From an optimization exercise on the open Yosys and OpenROAD flow, aimed at small area; shortcuts taken in it are not production practice. Only simulation tests tie the RTL to the original design; equivalence was not proved.

Design dec_chain, start of the top module:
module dec_chain (
    input  wire        clk,
    input  wire        rst,
    input  wire        in_valid,
    input  wire        in_first,       
    input  wire        in_clear,       
    input  wire [31:0] in_data,
    input  wire [31:0] cfg_st01,       
    input  wire [31:0] cfg_st23,       
    input  wire [95:0] cfg_gcorr,      
    input  wire        cfg_hold_zero,
    output reg         out_valid,
    output wire [31:0] out_data,
    output wire        out_settled,
    output wire        out_sat
);
    wire ld = in_valid && in_clear;
    wire [3:0] c_m0 = cfg_st01[3:0]   - 4'd1;
    wire [3:0] c_m1 = cfg_st01[19:16] - 4'd1;
    wire [3:0] c_m2 = cfg_st23[3:0]   - 4'd1;
    wire [3:0] c_m3 = cfg_st23[19:16] - 4'd1;
    wire [3:0] c_lq0 = {1'b0, cfg_st01[14:12]};
    wire [3:0] c_lq1 = c_lq0 + {1'b0, cfg_st01[30:28]};
    wire [3:0] c_lq2 = c_lq1 + {1'b0, cfg_st23[14:12]};
    wire [3:0] c_lq3 = c_lq2 + {1'b0, cfg_st23[30:28]};
    reg [3:0]  m0, m1, m2, m3;           
    reg [3:0]  lq0, lq1, lq2, lq3;       
    reg [23:0] g0, g1, g2, g3;           
    reg        hold_zero;
    always @(posedge clk) begin
        if (rst) begin
            m0 <= 4'd0; m1 <= 4'd0; m2 <= 4'd0; m3 <= 4'd0;
            lq0 <= 4'd0; lq1 <= 4'd0; lq2 <= 4'd0; lq3 <= 4'd0;
            hold_zero <= 1'b0;
        end else if (ld) begin
            m0 <= c_m0; m1 <= c_m1; m2 <= c_m2; m3 <= c_m3;
            lq0 <= c_lq0; lq1 <= c_lq1; lq2 <= c_lq2; lq3 <= c_lq3;
            hold_zero <= cfg_hold_zero;
        end
        if (ld) begin
            g0 <= cfg_gcorr[23:0];
            g1 <= cfg_gcorr[47:24];
            g2 <= cfg_gcorr[71:48];
            g3 <= cfg_gcorr[95:72];
        end
    end
    reg [3:0] k;
    reg       clr_d;        
    always @(posedge clk) begin
        if (rst) begin
            k     <= 4'd0;
            clr_d <= 1'b0;
        end else begin
            if (in_valid || k != 4'd0)
  ...
clock: 20.0 ns
lec_check: 0
cap_margin: 20
core_margin: 2
core_utilization: 70
slew_margin: 20
standard.sh (not shown) runs the stock make flow with config.mk's settings and CLKGATE_MAP_FILE= SYNTH_SCRIPT=/design/flow/synth_recipe.tcl, a recipe that flattens the netlist after the stock synthesis.
==> flow/flow/run.sh <==
#!/bin/bash
# Standard layout, with smaller port buffers and no dummy loads in the clock tree.
set -euo pipefail
cd "$(dirname "$0")/.."
bash standard.sh \
  "CTS_ARGS=-sink_clustering_enable -repair_clock_nets -dont_use_dummy_load -sink_clustering_size 30 -sink_clustering_max_diameter 70" \
  "BUFFER_PORTS_ARGS=-buffer_cell sky130_fd_sc_hd__buf_1" \
  finish > flow.log 2>&1
The starting point completed with no timing, DRC or antenna violations.
Change:
--- a/flow/flow/run.sh
+++ b/flow/flow/run.sh
@@ -6 +6 @@
-  "CTS_ARGS=-sink_clustering_enable -repair_clock_nets -dont_use_dummy_load -sink_clustering_size 30 -sink_clustering_max_diameter 70" \
+  "CTS_ARGS=-sink_clustering_enable -repair_clock_nets -dont_use_dummy_load -sink_clustering_size 25 -sink_clustering_max_diameter 60" \
- CORE_UTILIZATION: 70 -> 60
- CTS_CLUSTER_DIAMETER: default -> 60
- CTS_CLUSTER_SIZE: default -> 25
Result:
- die area grows by about a fifth
- design area grows slightly
- setup slack degrades by 500 ps
- core utilization shrinks by 9.5 points
- wire length shrinks by a few percent
- clock-buffer cell count grows by 32
- maximum frequency shrinks by a few percent
Change:
--- a/flow/flow/run.sh
+++ b/flow/flow/run.sh
@@ -6 +6 @@
-  "CTS_ARGS=-sink_clustering_enable -repair_clock_nets -dont_use_dummy_load -sink_clustering_size 25 -sink_clustering_max_diameter 60" \
+  "CTS_ARGS=-sink_clustering_enable -repair_clock_nets -dont_use_dummy_load -sink_clustering_size 30 -sink_clustering_max_diameter 70" \
- CTS_CLUSTER_DIAMETER: 60 -> 70
- CTS_CLUSTER_SIZE: 25 -> 30
What happened: Hold slack is about the same. Final area shrinks by 0.88%. Utilization shrinks by 0.58 points. Via count shrinks by 0.64%. Synthesized area stays the same. Sequential share of layout area grows by 0.57 points. Routed wire length shrinks by 0.44%.

Setup of the previous run:
Starting RTL as in the previous note.
make LEC_CHECK=0 CAP_MARGIN=20 CORE_MARGIN=2 CORE_UTILIZATION=60 CTS_CLUSTER_DIAMETER=60 CTS_CLUSTER_SIZE=25 SLEW_MARGIN=20 finish   # period 20.0 ns
run.sh (not shown) runs the stock make flow with config.mk's settings and CLKGATE_MAP_FILE= SYNTH_SCRIPT=/design/flow/synth_recipe.tcl, a recipe that flattens the netlist after the stock synthesis.
Stock flow here: none of the scripts above is used.
The previous run: done, clean on timing, DRC and antenna
The inputs of the current run differ from those of the previous run as listed below.
==> flow/flow/run.sh (new file) <==
#!/bin/bash
# Standard layout, with smaller port buffers and no dummy loads in the clock tree.
set -euo pipefail
cd "$(dirname "$0")/.."
bash standard.sh \
  "CTS_ARGS=-sink_clustering_enable -repair_clock_nets -dont_use_dummy_load -sink_clustering_size 25 -sink_clustering_max_diameter 60" \
  "BUFFER_PORTS_ARGS=-buffer_cell sky130_fd_sc_hd__buf_1" \
  finish > flow.log 2>&1
==> flow/standard.sh (new file) <==
#!/bin/bash
# synth_recipe.tcl (not shown) runs the flow's synth.tcl, then flattens the netlist and writes it again
# the make line also repeats each setting of config.mk as NAME=value (left out here)
make -C /OpenROAD-flow-scripts/flow DESIGN_CONFIG=/design/flow/config.mk WORK_HOME=/design/flow/orfs CLKGATE_MAP_FILE= SYNTH_SCRIPT=/design/flow/synth_recipe.tcl "${@:-finish}"
diff --git a/flow/config.mk b/flow/config.mk
--- a/flow/config.mk
+++ b/flow/config.mk
@@ -10 +10 @@
-export CORE_UTILIZATION = 60
+export CORE_UTILIZATION = 70
removed: flow/run.sh
Results
- Every run in the comparison, the current run and the previous run, completed the flow with a clean layout.
- Of the current run and the previous run, the previous run shows the lower average wire per cell in the routed design, with the current run above it.
- The current run — worst setup slack 0.75 ns higher, the previous run as reference
- Cmp the current run and the previous run / number of antenna violations at the first check in global routing / lower: the previous run
- In the current run relative to the previous run, wire length had gone up by a few percent.
- Diff the previous run -> the current run: detailed route wirelength on metal2 rose 6.7 mm; standard cell area after detailed placement fell about 2.3%; layout-stage area growth over the synthesis result fell 3.6 points.
- Going from the previous run to the current run, number of standard cells in the layout, taps in and fillers out now smaller.

what the ideal ports hide:
In the flow no input, the clock included, has a driving cell. The finished layouts below were timed again as built, in two steps. Step 1 assumes that a clkbuf_16 drives the clock port and a buf_2 every other input. Step 2 moves the port delays by t, midway between the first and last clock arrival at a register: inputs arrive t later, outputs are due t later. That takes back most of the time a late clock gives input paths. a / b / c = no drivers / after step 1 / after step 2; a / b = the first two.
run | t (ns) | slack for setup (ns) | worst setup path at the end
the first run of note 1 | 0.767 | 1.287 / 1.253 / 1.253 | input to output
the second run of note 1 | 0.815 | 0.785 / 0.765 / 0.765 | input to output
the third run of note 1 | 0.781 | 0.871 / 0.809 / 0.809 | input to output
the previous run | 0.837 | 0.576 / 0.555 / 0.555 | input to output
the current run | 0.805 | 1.322 / 1.293 / 1.293 | input to output
After both steps setup and hold are still met in every run listed. The setup slack of the third run of note 1, which loses most, moves by -0.062 ns with the drivers and by -0.062 ns with both steps.
